From an optimization exercise on the open Yosys and OpenROAD flow, aimed at small area and a short achievable clock period; shortcuts taken in it are not production practice. Where RTL was checked, it was by simulation tests only, not by an equivalence proof against the original. The RTL of run 2 was laid out without a check of its function. Power is estimated from default activity; no workload was simulated.

## flow/design.v (module list and top-level ports; edited modules follow where they fit)
// module tile_fma: 1477 lines
module tile_fma (
    input  wire        clk,
    input  wire        rst,
    input  wire        in_valid,
    input  wire [31:0] in_a,
    input  wire [31:0] in_b,
    input  wire [31:0] in_c,
    output reg         out_valid,
    output reg  [31:0] out_r
);
  // ...
==> flow/flow/run.sh <==
#!/bin/bash
# Layout flow: the standard ORFS flow (standard.sh) with these changes
# to how the layout is made (the constraints and clock period are the standard flow's):
#  - after the standard synthesis, flow/fapol.py re-chooses the polarity of
#    each full adder (a full adder is self-dual) and of gates that have a
#    complementary twin, to drop most of the inverters that synthesis left
#    between the adders; registers and the logic function are unchanged;
#  - the resizer repairs setup towards a target tighter than the clock
#    period, so that it sizes and buffers the longest pipeline stages;
#  - the port buffers are buf_4 cells.
# Logs: synth.log and layout.log (standard.sh), fapol.log (the netlist
# pass); ORFS keeps each step's log under orfs/logs/.
set -euo pipefail
TARGET_NS=5.3
export SETUP_SLACK_MARGIN=$(awk -v p="$FLOW_PERIOD_NS" -v t="$TARGET_NS" 'BEGIN { printf "%.3f", p - t }')
export BUFFER_PORTS_ARGS="-buffer_cell sky130_fd_sc_hd__buf_4"
echo "SETUP_SLACK_MARGIN=$SETUP_SLACK_MARGIN BUFFER_PORTS_ARGS=$BUFFER_PORTS_ARGS" > flow_settings.log
bash standard.sh synth > synth.log 2>&1
RES=orfs/results/$FLOW_PLATFORM/tile_fma/base
LIB=$FLOW_HOME/platforms/$FLOW_PLATFORM/lib/sky130_fd_sc_hd__tt_025C_1v80.lib
cp $RES/1_2_yosys.v $RES/1_2_yosys.standard.v
python3 flow/fapol.py $LIB $RES/1_2_yosys.standard.v $RES/1_2_yosys.fapol.v > fapol.log 2>&1
cp $RES/1_2_yosys.fapol.v $RES/1_2_yosys.v
rm -f $RES/1_synth.odb $RES/1_synth.sdc
bash standard.sh > layout.log 2>&1
==> flow/flow/fapol.py <==
#!/usr/bin/env python3
"""Re-choose the polarity of the full adders in a Yosys netlist.

A full adder is self-dual: FA(~a, ~b, ~c) = (~sum, ~cout). Synthesis
leaves inverters between full adders wherever its gate netlist happened to
carry a signal inverted. This script strips every inverter, records each
net as a literal (root net, parity), picks for each full adder whether it
computes the true or the inverted sum and carry (greedily, to need the
fewest inverted roots), and writes the netlist back with one inverter per
root that some load needs inverted. The logic function and every register
are unchanged.

usage: fapol.py LIB IN.v OUT.v"""
import re, sys

AREA = {}

def lib_outputs(path):
    outs = {}
    cell = None
    pin = None
    for line in open(path):
        m = re.match(r'\s*cell\s*\(\s*"?([\w]+)"?\s*\)', line)
        if m:
            cell = m.group(1); outs[cell] = set(); pin = None; continue
        m = re.match(r'\s*area\s*:\s*([\d.]+)', line)
        if m and cell and pin is None:
            AREA[cell] = float(m.group(1)); continue
        m = re.match(r'\s*pin\s*\(\s*"?([\w]+)"?\s*\)', line)
        if m:
            pin = m.group(1); continue
        if cell and pin and re.match(r'\s*direction\s*:\s*"?output', line):
            outs[cell].add(pin)
    return outs

CELL_RE = re.compile(r'^  (sky130_fd_sc_hd__\w+) (\S+(?: )?) \(\n(.*?)\n  \);\n', re.S | re.M)
PIN_RE = re.compile(r'\.(\w+)\((.*?)\)(?:,)?\s*$', re.M)
INV_RE = re.compile(r'sky130_fd_sc_hd__(?:clk)?inv_\d+$')
# cells with a twin of the complementary output function and the same inputs
PAIRS = [("and2", "nand2"), ("and3", "nand3"), ("and4", "nand4"), ("or2", "nor2"),
         ("or3", "nor3"), ("or4", "nor4"), ("xor2", "xnor2"), ("a21o", "a21oi"),
         ("o21a", "o21ai"), ("a22o", "a22oi"), ("o22a", "o22ai"), ("a211o", "a211oi"),
         ("o211a", "o211ai"), ("a31o", "a31oi"), ("o31a", "o31ai"), ("a32o", "a32oi"),
         ("mux2", "mux2i"), ("buf", "inv")]
TWIN = {}
for p, n in PAIRS:
    for d in ("0", "1", "2", "4"):
        TWIN[f"sky130_fd_sc_hd__{p}_{d}"] = f"sky130_fd_sc_hd__{n}_{d}"
        TWIN[f"sky130_fd_sc_hd__{n}_{d}"] = f"sky130_fd_sc_hd__{p}_{d}"
FA_RE = re.compile(r'sky130_fd_sc_hd__fa_\d+$')

def main(lib, src, dst):
    outs = lib_outputs(lib)
    text = open(src).read()
    cells = []
    for m in CELL_RE.finditer(text):
        pins = [(p, n) for p, n in PIN_RE.findall(m.group(3))]
        cells.append({"type": m.group(1), "name": m.group(2), "pins": pins,
                      "span": m.span()})
    first = cells[0]["span"][0]
    last = cells[-1]["span"][1]
    head, tail = text[:first], text[last:]
    assert "assign" not in tail and "assign" not in head, "assign statements not handled"
    # port names
    ports_out = set()
    for m in re.finditer(r'^\s*output\s+(?:\[(\d+):(\d+)\]\s+)?(\w+);', head, re.M):
        if m.group(1):
            for i in range(int(m.group(2)), int(m.group(1)) + 1):
                ports_out.add(f"{m.group(3)}[{i}]")
        else:
            ports_out.add(m.group(3))
    driver = {}
    for i, c in enumerate(cells):
        for p, n in c["pins"]:
            if p in outs[c["type"]]:
                driver[n.strip()] = (i, p)
    is_inv = [bool(INV_RE.match(c["type"])) for c in cells]
    # inverters driving an output port stay as they are
    keep_inv = [is_inv[i] and any(p == "Y" and n.strip() in ports_out for p, n in c["pins"])
                for i, c in enumerate(cells)]
    memo = {}
    def root(net):
        net = net.strip()
        if net in memo:
            return memo[net]
        d = driver.get(net)
        if d is not None and is_inv[d[0]] and not keep_inv[d[0]]:
            a = dict(cells[d[0]]["pins"])["A"]
            r, p = root(a)
            res = (r, p ^ 1)
        else:
            res = (net, 0)
        memo[net] = res
        return res
    # loads: (cell index, pin index, root, parity)
    loads = []
    for i, c in enumerate(cells):
        if is_inv[i] and not keep_inv[i]:
            continue
        for k, (p, n) in enumerate(c["pins"]):
            if p in outs[c["type"]]:
                continue
            n = n.strip()
            if re.match(r"^\d+'[hb]", n):
                loads.append((i, k, n, 0))
                continue
            r, par = root(n)
            loads.append((i, k, r, par))
    is_fa = [bool(FA_RE.match(c["type"])) for c in cells]
    INV_AREA = AREA["sky130_fd_sc_hd__inv_1"]
    # flippable drivers: full adders (inputs and outputs) and gates with a
    # complementary twin (output only)
    twin = {}
    for i, c in enumerate(cells):
        t = TWIN.get(c["type"])
        if t and t in AREA and not is_inv[i] and len(outs[c["type"]]) == 1:
            twin[i] = t
    prod = {}
    for i, c in enumerate(cells):
        if is_fa[i] or i in twin:
            for p, n in c["pins"]:
                if p in outs[c["type"]]:
                    prod[n.strip()] = i
    flip = [0] * len(cells)
    by_root = {}
    for li, (i, k, r, par) in enumerate(loads):
        by_root.setdefault(r, []).append(li)
    fa_in = {i: [] for i in range(len(cells)) if is_fa[i]}
    for li, (i, k, r, par) in enumerate(loads):
        if is_fa[i]:
            fa_in[i].append(r)
    const = lambda r: bool(re.match(r"^\d+'[hb]", r))
    def need(li):
        i, k, r, par = loads[li]
        if const(r):
            return 0
        return par ^ (flip[i] if is_fa[i] else 0) ^ (flip[prod[r]] if r in prod else 0)
    def cost(r):
        if const(r):
            return 0
        return INV_AREA if any(need(li) for li in by_root.get(r, [])) else 0
    def gate_delta(i):
        return (AREA[twin[i]] - AREA[cells[i]["type"]]) if (i in twin and flip[i]) else 0.0
    def touched(i):
        rs = set(fa_in[i]) if is_fa[i] else set()
        for p, n in cells[i]["pins"]:
            if p in outs[cells[i]["type"]]:
                rs.add(n.strip())
        return rs
    movers = [i for i in range(len(cells)) if is_fa[i] or i in twin]
    tset = {i: touched(i) for i in movers}
    def total():
        return sum(cost(r) for r in by_root) + sum(gate_delta(i) for i in movers)
    before = total()
    changed = True
    passes = 0
    while changed and passes < 100:
        changed = False
        passes += 1
        for i in movers:
            rs = tset[i]
            c0 = sum(cost(r) for r in rs) + gate_delta(i)
            flip[i] ^= 1
            c1 = sum(cost(r) for r in rs) + gate_delta(i)
            if c1 < c0 - 1e-9:
                changed = True
            else:
                flip[i] ^= 1
    # simulated annealing on top of the greedy result
    import random, math
    rng = random.Random(1)
    cur = total()
    best = cur
    best_flip = flip[:]
    T0, T1, steps = 3.0, 0.05, 400000
    for step in range(steps):
        T = T0 * (T1 / T0) ** (step / steps)
        i = movers[rng.randrange(len(movers))]
        rs = tset[i]
        c0 = sum(cost(r) for r in rs) + gate_delta(i)
        flip[i] ^= 1
        c1 = sum(cost(r) for r in rs) + gate_delta(i)
        d = c1 - c0
        if d <= 0 or rng.random() < math.exp(-d / T):
            cur += d
            if cur < best - 1e-9:
                best = cur
                best_flip = flip[:]
        else:
            flip[i] ^= 1
    flip[:] = best_flip
    after = total()
    n_inv = sum(1 for i in range(len(cells)) if is_inv[i] and not keep_inv[i])
    for i in twin:
        if flip[i]:
            c = cells[i]
            ot = c["type"]
            c["type"] = twin[i]
            op = next(iter(outs[ot]))
            np_ = next(iter(outs[twin[i]]))
            c["pins"] = [(np_ if p == op else p, n) for p, n in c["pins"]]
    # materialise
    invnet = {}
    newcells = []
    def inv_of(r):
        if r not in invnet:
            k = len(invnet)
            invnet[r] = f"_fapol_{k}_"
            rn = r if r.startswith("\\") is False else r + " "
            newcells.append(f"  sky130_fd_sc_hd__inv_1 _fapol_inv_{k}_ (\n    .A({rn}),\n    .Y(_fapol_{k}_)\n  );\n")
        return invnet[r]
    conn = {}
    for li, (i, k, r, par) in enumerate(loads):
        if re.match(r"^\d+'[hb]", r):
            conn[(i, k)] = r
            continue
        rn = r + " " if r.startswith("\\") else r
        conn[(i, k)] = inv_of(r) if need(li) else rn
    body = []
    for i, c in enumerate(cells):
        if is_inv[i] and not keep_inv[i]:
            continue
        pins = []
        for k, (p, n) in enumerate(c["pins"]):
            pins.append(f"    .{p}({conn.get((i, k), n)})")
        body.append(f"  {c['type']} {c['name']} (\n" + ",\n".join(pins) + "\n  );\n")
    decl = "".join(f"  wire {n};\n" for n in invnet.values())
    # wire declarations go after the last existing declaration in head
    out = head + decl + "".join(body) + "".join(newcells) + tail
    open(dst, "w").write(out)
    print(f"fapol: {sum(is_fa)} full adders, {sum(flip[i] for i in range(len(cells)) if is_fa[i])} flipped, "
          f"{sum(flip[i] for i in twin)} gates swapped for their twins, {passes} passes; "
          f"inverters {n_inv} -> {len(invnet)}; area change {after - before:+.1f} um2 "
          f"(not counting the {n_inv} inverters removed)")

if __name__ == "__main__":
    main(*sys.argv[1:4])

==> flow/standard.sh <==
#!/bin/bash
# synth_recipe.tcl (not shown) runs the flow's synth.tcl, then flattens the netlist and writes it again
# the make line also repeats each setting of config.mk as NAME=value (left out here)
make -C /OpenROAD-flow-scripts/flow DESIGN_CONFIG=/design/flow/config.mk WORK_HOME=/design/flow/orfs CLKGATE_MAP_FILE= SYNTH_SCRIPT=/design/flow/synth_recipe.tcl "${@:-finish}"
==> flow/config.mk <==
export PLATFORM = sky130hd
export DESIGN_NAME = tile_fma
export DESIGN_NICKNAME = tile_fma
export VERILOG_FILES = /design/flow/design.v
export SDC_FILE = /design/flow/constraint.sdc
export NUM_CORES = 4
export LEC_CHECK = 0
export CAP_MARGIN = 20
export CORE_MARGIN = 2
export CORE_UTILIZATION = 40
export SLEW_MARGIN = 20
==> flow/constraint.sdc <==
create_clock -name core_clock -period 21.0 [get_ports {clk}]
set_input_delay 4.2000 -clock core_clock [delete_from_list [all_inputs] [get_ports {clk}]]
set_output_delay 4.2000 -clock core_clock [all_outputs]
set_load 0.01 [all_outputs]
==> out/metrics.cfg, run 1 <==
[cts]
clock_latency_ns = 0.66
cts_buffer_depth = 3

[power_and_ir_drop]
p_per_area_nw_per_um2 = 179
ir_drop_uv = 119
pwr-share-seq_pct = 19.7
p_sw_mw = 3.82

[setup_path]
critPathTopFamily = flip-flops
path_depth = 1
path_class = flip-flop to primary output
cp_slowest_cell = dfxtp_2
worstPathCellList = buf_6

[die]
die_height_microns = 312
io_pins = 132
initial_utilization_pct = 40.5

[synthesis]
synth_fp_nets = 4826
syn_area_per_cell_sq_um = 9.27

[global_route]
grt_overflow_total = 0
grt_pass1_wl_mm = 198
met1_usage_pct = 35.8
grt_util_all_layers_pct = 26.4
grt_max_degree = 83

[run]
cap_violations = 0

[timing]
finalMaxSlewViolations = 0
period_minus_slack_ns = 5.27
finalCritPeriodShare_pct = 25.1
slew_headroom_pct = 19.1
hold_viol = 0
holdWs_ns = 0.321

[drt]
routedWlPerCell_microns = 24.0
vias = 31500
drt_wl_total_mm = 130
drt_iter0_drc = 3146
dr.pass1.iters = 5

[cells_and_area]
clockBufferCount = 57
largest_register_ffs = 78
n_antenna_cell = 0
nets = 4828
design.seq.count = 411
top_regs = s1_r1 (78), s2_mag (77), s1_r2 (47)
nonClockBufferCount = 207
multi_input_comb_area_sq_um = 28000

[place]
place_ws_ns = 15.15
gp_congestion = 0.963

[run_status]
status = complete, no violations

==> inputs of run 2 (changes only) <==
--- a/flow/design.v
+++ b/flow/design.v
@@ -1329,37 +1329,310 @@
         s1_nan   <= is_nan;
         s1_inf   <= is_inf;
         s1_zero  <= is_zero;
         s1_ssign <= sp_sign;
     end
     wire [77:0] xa = s1_r1;
     wire [77:0] xb = {28'd0, s1_r2, 2'd0};
     wire [77:0] hp = xa ^ xb;
-    genvar gk, gb;
-    generate
-        for (gk = 0; gk <= 7; gk = gk + 1) begin : pf
-            wire [77:0] g, p;
-            for (gb = 0; gb < 78; gb = gb + 1) begin : b
-                if (gk == 0) begin : l0
-                    assign g[gb] = xa[gb] & xb[gb];
-                    assign p[gb] = hp[gb];
-                end else if (gb < (1 << (gk - 1))) begin : cp
-                    assign g[gb] = pf[gk - 1].g[gb];
-                    assign p[gb] = pf[gk - 1].p[gb];
-                end else begin : op
-                    assign g[gb] = pf[gk - 1].g[gb] |
-                                   (pf[gk - 1].p[gb] & pf[gk - 1].g[gb - (1 << (gk - 1))]);
-                    assign p[gb] = pf[gk - 1].p[gb] & pf[gk - 1].p[gb - (1 << (gk - 1))];
-                end
-            end
-        end
-    endgenerate
-    wire [77:0] gG = pf[7].g;
-    wire [77:0] gP = pf[7].p;
+    wire [77:0] pg0 = xa & xb;
+    wire [77:0] gG, gP;
+    wire bkg1 = pg0[1] | (hp[1] & pg0[0]);
+    wire bkp1 = hp[1] & hp[0];
+    wire bkg2 = pg0[3] | (hp[3] & pg0[2]);
+    wire bkp2 = hp[3] & hp[2];
+    wire bkg3 = pg0[5] | (hp[5] & pg0[4]);
+    wire bkp3 = hp[5] & hp[4];
+    wire bkg4 = pg0[7] | (hp[7] & pg0[6]);
+    wire bkp4 = hp[7] & hp[6];
+    wire bkg5 = pg0[9] | (hp[9] & pg0[8]);
+    wire bkp5 = hp[9] & hp[8];
+    wire bkg6 = pg0[11] | (hp[11] & pg0[10]);
+    wire bkp6 = hp[11] & hp[10];
+    wire bkg7 = pg0[13] | (hp[13] & pg0[12]);
+    wire bkp7 = hp[13] & hp[12];
+    wire bkg8 = pg0[15] | (hp[15] & pg0[14]);
+    wire bkp8 = hp[15] & hp[14];
+    wire bkg9 = pg0[17] | (hp[17] & pg0[16]);
+    wire bkp9 = hp[17] & hp[16];
+    wire bkg10 = pg0[19] | (hp[19] & pg0[18]);
+    wire bkp10 = hp[19] & hp[18];
+    wire bkg11 = pg0[21] | (hp[21] & pg0[20]);
+    wire bkp11 = hp[21] & hp[20];
+    wire bkg12 = pg0[23] | (hp[23] & pg0[22]);
+    wire bkp12 = hp[23] & hp[22];
+    wire bkg13 = pg0[25] | (hp[25] & pg0[24]);
+    wire bkp13 = hp[25] & hp[24];
+    wire bkg14 = pg0[27] | (hp[27] & pg0[26]);
+    wire bkp14 = hp[27] & hp[26];
+    wire bkg15 = pg0[29] | (hp[29] & pg0[28]);
+    wire bkp15 = hp[29] & hp[28];
+    wire bkg16 = pg0[31] | (hp[31] & pg0[30]);
+    wire bkp16 = hp[31] & hp[30];
+    wire bkg17 = pg0[33] | (hp[33] & pg0[32]);
+    wire bkp17 = hp[33] & hp[32];
+    wire bkg18 = pg0[35] | (hp[35] & pg0[34]);
+    wire bkp18 = hp[35] & hp[34];
+    wire bkg19 = pg0[37] | (hp[37] & pg0[36]);
+    wire bkp19 = hp[37] & hp[36];
+    wire bkg20 = pg0[39] | (hp[39] & pg0[38]);
+    wire bkp20 = hp[39] & hp[38];
+    wire bkg21 = pg0[41] | (hp[41] & pg0[40]);
+    wire bkp21 = hp[41] & hp[40];
+    wire bkg22 = pg0[43] | (hp[43] & pg0[42]);
+    wire bkp22 = hp[43] & hp[42];
+    wire bkg23 = pg0[45] | (hp[45] & pg0[44]);
+    wire bkp23 = hp[45] & hp[44];
+    wire bkg24 = pg0[47] | (hp[47] & pg0[46]);
+    wire bkp24 = hp[47] & hp[46];
+    wire bkg25 = pg0[49] | (hp[49] & pg0[48]);
+    wire bkp25 = hp[49] & hp[48];
+    wire bkg26 = pg0[51] | (hp[51] & pg0[50]);
+    wire bkp26 = hp[51] & hp[50];
+    wire bkg27 = pg0[53] | (hp[53] & pg0[52]);
+    wire bkp27 = hp[53] & hp[52];
+    wire bkg28 = pg0[55] | (hp[55] & pg0[54]);
+    wire bkp28 = hp[55] & hp[54];
+    wire bkg29 = pg0[57] | (hp[57] & pg0[56]);
+    wire bkp29 = hp[57] & hp[56];
+    wire bkg30 = pg0[59] | (hp[59] & pg0[58]);
+    wire bkp30 = hp[59] & hp[58];
+    wire bkg31 = pg0[61] | (hp[61] & pg0[60]);
+    wire bkp31 = hp[61] & hp[60];
+    wire bkg32 = pg0[63] | (hp[63] & pg0[62]);
+    wire bkp32 = hp[63] & hp[62];
+    wire bkg33 = pg0[65] | (hp[65] & pg0[64]);
+    wire bkp33 = hp[65] & hp[64];
+    wire bkg34 = pg0[67] | (hp[67] & pg0[66]);
+    wire bkp34 = hp[67] & hp[66];
+    wire bkg35 = pg0[69] | (hp[69] & pg0[68]);
+    wire bkp35 = hp[69] & hp[68];
+    wire bkg36 = pg0[71] | (hp[71] & pg0[70]);
+    wire bkp36 = hp[71] & hp[70];
+    wire bkg37 = pg0[73] | (hp[73] & pg0[72]);
+    wire bkp37 = hp[73] & hp[72];
+    wire bkg38 = pg0[75] | (hp[75] & pg0[74]);
+    wire bkp38 = hp[75] & hp[74];
+    wire bkg39 = pg0[77] | (hp[77] & pg0[76]);
+    wire bkp39 = hp[77] & hp[76];
+    wire bkg40 = bkg2 | (bkp2 & bkg1);
+    wire bkp40 = bkp2 & bkp1;
+    wire bkg41 = bkg4 | (bkp4 & bkg3);
+    wire bkp41 = bkp4 & bkp3;
+    wire bkg42 = bkg6 | (bkp6 & bkg5);
+    wire bkp42 = bkp6 & bkp5;
+    wire bkg43 = bkg8 | (bkp8 & bkg7);
+    wire bkp43 = bkp8 & bkp7;
+    wire bkg44 = bkg10 | (bkp10 & bkg9);
+    wire bkp44 = bkp10 & bkp9;
+    wire bkg45 = bkg12 | (bkp12 & bkg11);
+    wire bkp45 = bkp12 & bkp11;
+    wire bkg46 = bkg14 | (bkp14 & bkg13);
+    wire bkp46 = bkp14 & bkp13;
+    wire bkg47 = bkg16 | (bkp16 & bkg15);
+    wire bkp47 = bkp16 & bkp15;
+    wire bkg48 = bkg18 | (bkp18 & bkg17);
+    wire bkp48 = bkp18 & bkp17;
+    wire bkg49 = bkg20 | (bkp20 & bkg19);
+    wire bkp49 = bkp20 & bkp19;
+    wire bkg50 = bkg22 | (bkp22 & bkg21);
+    wire bkp50 = bkp22 & bkp21;
+    wire bkg51 = bkg24 | (bkp24 & bkg23);
+    wire bkp51 = bkp24 & bkp23;
+    wire bkg52 = bkg26 | (bkp26 & bkg25);
+    wire bkp52 = bkp26 & bkp25;
+    wire bkg53 = bkg28 | (bkp28 & bkg27);
+    wire bkp53 = bkp28 & bkp27;
+    wire bkg54 = bkg30 | (bkp30 & bkg29);
+    wire bkp54 = bkp30 & bkp29;
+    wire bkg55 = bkg32 | (bkp32 & bkg31);
+    wire bkp55 = bkp32 & bkp31;
+    wire bkg56 = bkg34 | (bkp34 & bkg33);
+    wire bkp56 = bkp34 & bkp33;
+    wire bkg57 = bkg36 | (bkp36 & bkg35);
+    wire bkp57 = bkp36 & bkp35;
+    wire bkg58 = bkg38 | (bkp38 & bkg37);
+    wire bkp58 = bkp38 & bkp37;
+    wire bkg59 = bkg41 | (bkp41 & bkg40);
+    wire bkp59 = bkp41 & bkp40;
+    wire bkg60 = bkg43 | (bkp43 & bkg42);
+    wire bkp60 = bkp43 & bkp42;
+    wire bkg61 = bkg45 | (bkp45 & bkg44);
+    wire bkp61 = bkp45 & bkp44;
+    wire bkg62 = bkg47 | (bkp47 & bkg46);
+    wire bkp62 = bkp47 & bkp46;
+    wire bkg63 = bkg49 | (bkp49 & bkg48);
+    wire bkp63 = bkp49 & bkp48;
+    wire bkg64 = bkg51 | (bkp51 & bkg50);
+    wire bkp64 = bkp51 & bkp50;
+    wire bkg65 = bkg53 | (bkp53 & bkg52);
+    wire bkp65 = bkp53 & bkp52;
+    wire bkg66 = bkg55 | (bkp55 & bkg54);
+    wire bkp66 = bkp55 & bkp54;
+    wire bkg67 = bkg57 | (bkp57 & bkg56);
+    wire bkp67 = bkp57 & bkp56;
+    wire bkg68 = bkg60 | (bkp60 & bkg59);
+    wire bkp68 = bkp60 & bkp59;
+    wire bkg69 = bkg62 | (bkp62 & bkg61);
+    wire bkp69 = bkp62 & bkp61;
+    wire bkg70 = bkg64 | (bkp64 & bkg63);
+    wire bkp70 = bkp64 & bkp63;
+    wire bkg71 = bkg66 | (bkp66 & bkg65);
+    wire bkp71 = bkp66 & bkp65;
+    wire bkg72 = bkg69 | (bkp69 & bkg68);
+    wire bkp72 = bkp69 & bkp68;
+    wire bkg73 = bkg71 | (bkp71 & bkg70);
+    wire bkp73 = bkp71 & bkp70;
+    wire bkg74 = bkg73 | (bkp73 & bkg72);
+    wire bkp74 = bkp73 & bkp72;
+    wire bkg75 = bkg70 | (bkp70 & bkg72);
+    wire bkp75 = bkp70 & bkp72;
+    wire bkg76 = bkg61 | (bkp61 & bkg68);
+    wire bkp76 = bkp61 & bkp68;
+    wire bkg77 = bkg63 | (bkp63 & bkg72);
+    wire bkp77 = bkp63 & bkp72;
+    wire bkg78 = bkg65 | (bkp65 & bkg75);
+    wire bkp78 = bkp65 & bkp75;
+    wire bkg79 = bkg67 | (bkp67 & bkg74);
+    wire bkp79 = bkp67 & bkp74;
+    wire bkg80 = bkg42 | (bkp42 & bkg59);
+    wire bkp80 = bkp42 & bkp59;
+    wire bkg81 = bkg44 | (bkp44 & bkg68);
+    wire bkp81 = bkp44 & bkp68;
+    wire bkg82 = bkg46 | (bkp46 & bkg76);
+    wire bkp82 = bkp46 & bkp76;
+    wire bkg83 = bkg48 | (bkp48 & bkg72);
+    wire bkp83 = bkp48 & bkp72;
+    wire bkg84 = bkg50 | (bkp50 & bkg77);
+    wire bkp84 = bkp50 & bkp77;
+    wire bkg85 = bkg52 | (bkp52 & bkg75);
+    wire bkp85 = bkp52 & bkp75;
+    wire bkg86 = bkg54 | (bkp54 & bkg78);
+    wire bkp86 = bkp54 & bkp78;
+    wire bkg87 = bkg56 | (bkp56 & bkg74);
+    wire bkp87 = bkp56 & bkp74;
+    wire bkg88 = bkg58 | (bkp58 & bkg79);
+    wire bkp88 = bkp58 & bkp79;
+    wire bkg89 = bkg3 | (bkp3 & bkg40);
+    wire bkp89 = bkp3 & bkp40;
+    wire bkg90 = bkg5 | (bkp5 & bkg59);
+    wire bkp90 = bkp5 & bkp59;
+    wire bkg91 = bkg7 | (bkp7 & bkg80);
+    wire bkp91 = bkp7 & bkp80;
+    wire bkg92 = bkg9 | (bkp9 & bkg68);
+    wire bkp92 = bkp9 & bkp68;
+    wire bkg93 = bkg11 | (bkp11 & bkg81);
+    wire bkp93 = bkp11 & bkp81;
+    wire bkg94 = bkg13 | (bkp13 & bkg76);
+    wire bkp94 = bkp13 & bkp76;
+    wire bkg95 = bkg15 | (bkp15 & bkg82);
+    wire bkp95 = bkp15 & bkp82;
+    wire bkg96 = bkg17 | (bkp17 & bkg72);
+    wire bkp96 = bkp17 & bkp72;
+    wire bkg97 = bkg19 | (bkp19 & bkg83);
+    wire bkp97 = bkp19 & bkp83;
+    wire bkg98 = bkg21 | (bkp21 & bkg77);
+    wire bkp98 = bkp21 & bkp77;
+    wire bkg99 = bkg23 | (bkp23 & bkg84);
+    wire bkp99 = bkp23 & bkp84;
+    wire bkg100 = bkg25 | (bkp25 & bkg75);
+    wire bkp100 = bkp25 & bkp75;
+    wire bkg101 = bkg27 | (bkp27 & bkg85);
+    wire bkp101 = bkp27 & bkp85;
+    wire bkg102 = bkg29 | (bkp29 & bkg78);
+    wire bkp102 = bkp29 & bkp78;
+    wire bkg103 = bkg31 | (bkp31 & bkg86);
+    wire bkp103 = bkp31 & bkp86;
+    wire bkg104 = bkg33 | (bkp33 & bkg74);
+    wire bkp104 = bkp33 & bkp74;
+    wire bkg105 = bkg35 | (bkp35 & bkg87);
+    wire bkp105 = bkp35 & bkp87;
+    wire bkg106 = bkg37 | (bkp37 & bkg79);
+    wire bkp106 = bkp37 & bkp79;
+    wire bkg107 = bkg39 | (bkp39 & bkg88);
+    wire bkp107 = bkp39 & bkp88;
+    wire bkg108 = pg0[2] | (hp[2] & bkg1);
+    wire bkp108 = hp[2] & bkp1;
+    wire bkg109 = pg0[4] | (hp[4] & bkg40);
+    wire bkp109 = hp[4] & bkp40;
+    wire bkg110 = pg0[6] | (hp[6] & bkg89);
+    wire bkp110 = hp[6] & bkp89;
+    wire bkg111 = pg0[8] | (hp[8] & bkg59);
+    wire bkp111 = hp[8] & bkp59;
+    wire bkg112 = pg0[10] | (hp[10] & bkg90);
+    wire bkp112 = hp[10] & bkp90;
+    wire bkg113 = pg0[12] | (hp[12] & bkg80);
+    wire bkp113 = hp[12] & bkp80;
+    wire bkg114 = pg0[14] | (hp[14] & bkg91);
+    wire bkp114 = hp[14] & bkp91;
+    wire bkg115 = pg0[16] | (hp[16] & bkg68);
+    wire bkp115 = hp[16] & bkp68;
+    wire bkg116 = pg0[18] | (hp[18] & bkg92);
+    wire bkp116 = hp[18] & bkp92;
+    wire bkg117 = pg0[20] | (hp[20] & bkg81);
+    wire bkp117 = hp[20] & bkp81;
+    wire bkg118 = pg0[22] | (hp[22] & bkg93);
+    wire bkp118 = hp[22] & bkp93;
+    wire bkg119 = pg0[24] | (hp[24] & bkg76);
+    wire bkp119 = hp[24] & bkp76;
+    wire bkg120 = pg0[26] | (hp[26] & bkg94);
+    wire bkp120 = hp[26] & bkp94;
+    wire bkg121 = pg0[28] | (hp[28] & bkg82);
+    wire bkp121 = hp[28] & bkp82;
+    wire bkg122 = pg0[30] | (hp[30] & bkg95);
+    wire bkp122 = hp[30] & bkp95;
+    wire bkg123 = pg0[32] | (hp[32] & bkg72);
+    wire bkp123 = hp[32] & bkp72;
+    wire bkg124 = pg0[34] | (hp[34] & bkg96);
+    wire bkp124 = hp[34] & bkp96;
+    wire bkg125 = pg0[36] | (hp[36] & bkg83);
+    wire bkp125 = hp[36] & bkp83;
+    wire bkg126 = pg0[38] | (hp[38] & bkg97);
+    wire bkp126 = hp[38] & bkp97;
+    wire bkg127 = pg0[40] | (hp[40] & bkg77);
+    wire bkp127 = hp[40] & bkp77;
+    wire bkg128 = pg0[42] | (hp[42] & bkg98);
+    wire bkp128 = hp[42] & bkp98;
+    wire bkg129 = pg0[44] | (hp[44] & bkg84);
+    wire bkp129 = hp[44] & bkp84;
+    wire bkg130 = pg0[46] | (hp[46] & bkg99);
+    wire bkp130 = hp[46] & bkp99;
+    wire bkg131 = pg0[48] | (hp[48] & bkg75);
+    wire bkp131 = hp[48] & bkp75;
+    wire bkg132 = pg0[50] | (hp[50] & bkg100);
+    wire bkp132 = hp[50] & bkp100;
+    wire bkg133 = pg0[52] | (hp[52] & bkg85);
+    wire bkp133 = hp[52] & bkp85;
+    wire bkg134 = pg0[54] | (hp[54] & bkg101);
+    wire bkp134 = hp[54] & bkp101;
+    wire bkg135 = pg0[56] | (hp[56] & bkg78);
+    wire bkp135 = hp[56] & bkp78;
+    wire bkg136 = pg0[58] | (hp[58] & bkg102);
+    wire bkp136 = hp[58] & bkp102;
+    wire bkg137 = pg0[60] | (hp[60] & bkg86);
+    wire bkp137 = hp[60] & bkp86;
+    wire bkg138 = pg0[62] | (hp[62] & bkg103);
+    wire bkp138 = hp[62] & bkp103;
+    wire bkg139 = pg0[64] | (hp[64] & bkg74);
+    wire bkp139 = hp[64] & bkp74;
+    wire bkg140 = pg0[66] | (hp[66] & bkg104);
+    wire bkp140 = hp[66] & bkp104;
+    wire bkg141 = pg0[68] | (hp[68] & bkg87);
+    wire bkp141 = hp[68] & bkp87;
+    wire bkg142 = pg0[70] | (hp[70] & bkg105);
+    wire bkp142 = hp[70] & bkp105;
+    wire bkg143 = pg0[72] | (hp[72] & bkg79);
+    wire bkp143 = hp[72] & bkp79;
+    wire bkg144 = pg0[74] | (hp[74] & bkg106);
+    wire bkp144 = hp[74] & bkp106;
+    wire bkg145 = pg0[76] | (hp[76] & bkg88);
+    wire bkp145 = hp[76] & bkp88;
+    assign gG = {bkg107, bkg145, bkg88, bkg144, bkg106, bkg143, bkg79, bkg142, bkg105, bkg141, bkg87, bkg140, bkg104, bkg139, bkg74, bkg138, bkg103, bkg137, bkg86, bkg136, bkg102, bkg135, bkg78, bkg134, bkg101, bkg133, bkg85, bkg132, bkg100, bkg131, bkg75, bkg130, bkg99, bkg129, bkg84, bkg128, bkg98, bkg127, bkg77, bkg126, bkg97, bkg125, bkg83, bkg124, bkg96, bkg123, bkg72, bkg122, bkg95, bkg121, bkg82, bkg120, bkg94, bkg119, bkg76, bkg118, bkg93, bkg117, bkg81, bkg116, bkg92, bkg115, bkg68, bkg114, bkg91, bkg113, bkg80, bkg112, bkg90, bkg111, bkg59, bkg110, bkg89, bkg109, bkg40, bkg108, bkg1, pg0[0]};
+    assign gP = {bkp107, bkp145, bkp88, bkp144, bkp106, bkp143, bkp79, bkp142, bkp105, bkp141, bkp87, bkp140, bkp104, bkp139, bkp74, bkp138, bkp103, bkp137, bkp86, bkp136, bkp102, bkp135, bkp78, bkp134, bkp101, bkp133, bkp85, bkp132, bkp100, bkp131, bkp75, bkp130, bkp99, bkp129, bkp84, bkp128, bkp98, bkp127, bkp77, bkp126, bkp97, bkp125, bkp83, bkp124, bkp96, bkp123, bkp72, bkp122, bkp95, bkp121, bkp82, bkp120, bkp94, bkp119, bkp76, bkp118, bkp93, bkp117, bkp81, bkp116, bkp92, bkp115, bkp68, bkp114, bkp91, bkp113, bkp80, bkp112, bkp90, bkp111, bkp59, bkp110, bkp89, bkp109, bkp40, bkp108, bkp1, hp[0]};
     wire [77:0] t0 = hp ^ {gG[76:0], 1'b0};                
     wire [77:0] t1 = hp ^ {gG[76:0] | gP[76:0], 1'b1};     
     wire        neg = s1_sub & ~t0[77];
     wire [76:0] mag = !s1_sub ? t0[76:0] : (neg ? t1[76:0] : ~t0[76:0]);
     reg        s2_valid;
     reg [76:0] s2_mag;
     reg        s2_sign;
     reg signed [10:0] s2_e;
==> flow/flow/run.sh (replaced) <==
#!/bin/bash
# Layout flow: the standard ORFS flow (standard.sh) with these changes
# to how the layout is made (the constraints and clock period are the standard flow's):
#  - after the standard synthesis, flow/fapol.py re-chooses the polarity of
#    each full adder (a full adder is self-dual) and of gates that have a
#    complementary twin, to drop most of the inverters that synthesis left
#    between the adders; registers and the logic function are unchanged;
#  - the resizer repairs setup towards a target tighter than the clock
#    period, so that it sizes and buffers the longest pipeline stages;
#  - the port buffers are buf_2 cells.
# Logs: synth.log and layout.log (standard.sh), fapol.log (the netlist
# pass); ORFS keeps each step's log under orfs/logs/.
set -euo pipefail
TARGET_NS=5.3
export SETUP_SLACK_MARGIN=$(awk -v p="$FLOW_PERIOD_NS" -v t="$TARGET_NS" 'BEGIN { printf "%.3f", p - t }')
export BUFFER_PORTS_ARGS="-buffer_cell sky130_fd_sc_hd__buf_2"
echo "SETUP_SLACK_MARGIN=$SETUP_SLACK_MARGIN BUFFER_PORTS_ARGS=$BUFFER_PORTS_ARGS" > flow_settings.log
bash standard.sh synth > synth.log 2>&1
RES=orfs/results/$FLOW_PLATFORM/tile_fma/base
LIB=$FLOW_HOME/platforms/$FLOW_PLATFORM/lib/sky130_fd_sc_hd__tt_025C_1v80.lib
cp $RES/1_2_yosys.v $RES/1_2_yosys.standard.v
python3 flow/fapol.py $LIB $RES/1_2_yosys.standard.v $RES/1_2_yosys.fapol.v > fapol.log 2>&1
cp $RES/1_2_yosys.fapol.v $RES/1_2_yosys.v
rm -f $RES/1_synth.odb $RES/1_synth.sdc
bash standard.sh > layout.log 2>&1
--- a/flow/flow/fapol.py
+++ b/flow/flow/fapol.py
@@ -167,17 +167,17 @@
             else:
                 flip[i] ^= 1
     # simulated annealing on top of the greedy result
     import random, math
     rng = random.Random(1)
     cur = total()
     best = cur
     best_flip = flip[:]
-    T0, T1, steps = 3.0, 0.05, 400000
+    T0, T1, steps = 3.0, 0.05, 2000000
     for step in range(steps):
         T = T0 * (T1 / T0) ** (step / steps)
         i = movers[rng.randrange(len(movers))]
         rs = tset[i]
         c0 = sum(cost(r) for r in rs) + gate_delta(i)
         flip[i] ^= 1
         c1 = sum(cost(r) for r in rs) + gate_delta(i)
         d = c1 - c0
==> out/metrics.cfg, run 2 <==
[run_status]
status = complete, no violations

[cells_and_area]
n_antenna_cell = 0  ; unchanged
layout_commonest_cell = nand2_1
largest_register_ffs = 78  ; unchanged
layout_common_cells = nand2_1, fa_1, dfxtp_1
regMostFlops = s1_r1
nets = 4683  ; -3.0%
area_growth_pct = 10.6
n_fill_cell = 8671
drive_gt1_share_pct = 10.7
top_regs = s1_r1 (78), s2_mag (77), s1_r2 (47)

[setup_path]
path_class = flip-flop to primary output
cp_max_fo = 1
cpPeakStageDelay_ns = 0.31
worstPathCellList = buf_2
rr_startpoint = s0_fb[14]$_DFF_P_
cp_num_buf_inv = 1
startpoint_type = flip-flop
cp-end-kind = primary output
cp.required_ns = 16.80
cp_slowest_cell = dfxtp_1
startpoint = out_r[1]$_SDFF_PP0_
critPathTopFamily = flip-flops
worstPathArrival_ns = 1.08

[cts]
cts.sinks = 411
clock_latency_ns = 0.66  ; about the same
cts_buffer_depth = 3  ; unchanged
path_clk_slew_ns = 0.06
htreeDepth = 2
cts_tree = built
cts-root-buf = clkbuf_16
cts_inserted_buffers = 48

[drt]
routedWlPerCell_microns = 23.0  ; -4.3%
drt_iter0_drc = 2546  ; -19%
drt-vias-per-instance = 5.68
drt_wl_total_mm = 118  ; -8.9%
ant_nets = 0
vias = 29100  ; -7.7%
dr.pass1.iters = 6  ; +1
drc = 0

[synthesis]
yosysWarnings = 1
synth_area_sq_um = 36500
synth_fp_nets = 4621  ; -4.2%
syn_area_per_cell_sq_um = 9.49  ; +2.4%
postSynthCellCount = 3850

[power_and_ir_drop]
p_total_mw = 7.41
ir_drop_uv = 106  ; -11%
p_per_area_nw_per_um2 = 183  ; +2.5%
power_leakage_nw = 16.6

[global_route]
grt_max_degree = 48  ; -42%
grt_pass1_vias = 29900
grt_overflow_total = 0  ; unchanged
grt_util_all_layers_pct = 25.1  ; -1.4 points
antenna_found_initial = 1
grt_pass1_wl_mm = 180  ; -9.2%

[min_path]
hold_path.class = flip-flop to flip-flop
hp-start = s2_nan$_DFF_P_

[die]
die_area_sq_um = 93800
die_w_microns = 306
io_pins = 132  ; unchanged
initial_utilization_pct = 40.5  ; -0.048 points
core_area_sq_um = 90300
rows = 110
die_height_microns = 306  ; -1.8%

[timing]
finalSetupViolCount = 0
hold_viol = 0  ; unchanged
max_freq_mhz = 189
finalCritPeriodShare_pct = 25.1  ; +0.026 points
slew_headroom_pct = 35.2  ; +16 points
finalMaxSlewViolations = 0  ; unchanged
worstMarginPinSlew_ns = 0.968
rsz0062_at_grt = true
finClkSkew_ns = 0.0509
period_minus_slack_ns = 5.28  ; +0.00550 ns
finalSetupTns_ns = 0

[run]
cap_violations = 0  ; unchanged

[place]
gp_congestion = 0.961  ; -0.21%
hpwl_mm = 86.3
io_buffer_count = 131

==> run 2: changes by cell type in the layout (fill, tap and decap cells not counted), moves of 27 or more <==
cell / before / now
buf_2: 0 / 125
mux2_2: 55 / 28
inv_1: 224 / 268
and2_1: 262 / 168
nor3_1: 90 / 57
nand4_1: 64 / 28
buf_4: 156 / 66
nor4_1: 59 / 31
nand2_1: 487 / 558
xnor2_1: 87 / 147
o211ai_1: 44 / 9
==> run 2: report_power, final <==
| part | switching [mW] | internal, mW | leakage [nW] |
|---|---|---|---|
| Clock | 0.371 | 0.494 | 0.801 |
| Combinational | 2.98 | 2.07 | 12.3 |
| Sequential | 0.330 | 1.17 | 3.45 |
==> run 2: final cells by class <==
type,instances,area [sq um],share of cell area (%)
multi-input combinational,2962,26600,65.8
sequential,411,8240,20.4
tap,1176,1470,3.64
timing repair buffer,217,1440,3.56
clock buffer,57,1270,3.15
inverter,272,1030,2.55
clock inverter,31,384,0.950
==> run 2: metrics by stage <==
stage                     std cells  worst slack [ns]  cell area [sq um]  util, %  hold WS (ns)
after global placement         5024             15.16              38500     42.6         0.313
after CTS                      5114             15.66              40200     44.5         0.325
after detailed placement       5024             15.16              38500     42.6         0.312
after floorplan                3850             15.46              36600        -         0.310
final                          5126             15.72              40400     44.8         0.326
after global routing           5126             15.63              40400     44.8         0.331
==> run 2: final timing paths <==
path | endpoint | slack, ns | cells past startpoint
setup / recovery | out_r[1] | 15.72 | 1
hold / removal | s3_nan$_DFF_P_ | 0.33 | 0
setup reg to reg | s1_r1[24]$_DFF_P_ | 15.82 | 11
hold reg to reg | s3_nan$_DFF_P_ | 0.33 | 0
==> run 2: metal layers <==
layer / share of wire, % / GRT usage [%] / vias up / routed length (microns)
met5: 0.035 / 0 / - / 41
met4: 4.2 / 9.68 / 2 / 4980
met3: 8.5 / 4.71 / 305 / 9970
met2: 45 / 40.2 / 1385 / 53300
met1: 42 / 33.6 / 14400 / 49700
li1: - / - / 13000 / -
==> run 2: repair_timing <==
item / CTS / global route
pin swaps: 1 / 1
setup buffers: 2 / 12
resized for setup: 14 / 30
endpoints found under the setup margin: 69 / 102
hold buffers: 0 / 0

-- port drivers added, routing unchanged --
Ports are ideal in the flow. The routed layouts listed here were re-timed in OpenROAD.
Step 1 assumes that a clkbuf_16 drives the clock port and a buf_2 every other input.
Step 2 also shifts input and output timing later by t, the mid clock arrival at the registers, as if the neighbouring blocks saw the same clock.
Three values: ideal, step 1, step 2; two values: the first two.
| run | shift t [ns] | slack for setup (ns) | worst slew at a driven data input, ns |
|---|---|---|---|
| run 1 | 0.700 | 15.726 / 15.660 / 15.186 | 0.09 |
| run 2 | 0.698 | 15.721 / 15.656 / 15.166 | 0.06 |
After both steps every run listed still meets setup and hold. For run 2, which loses most, drivers alone change the setup slack by -0.065 ns; drivers and shift together by -0.555 ns.
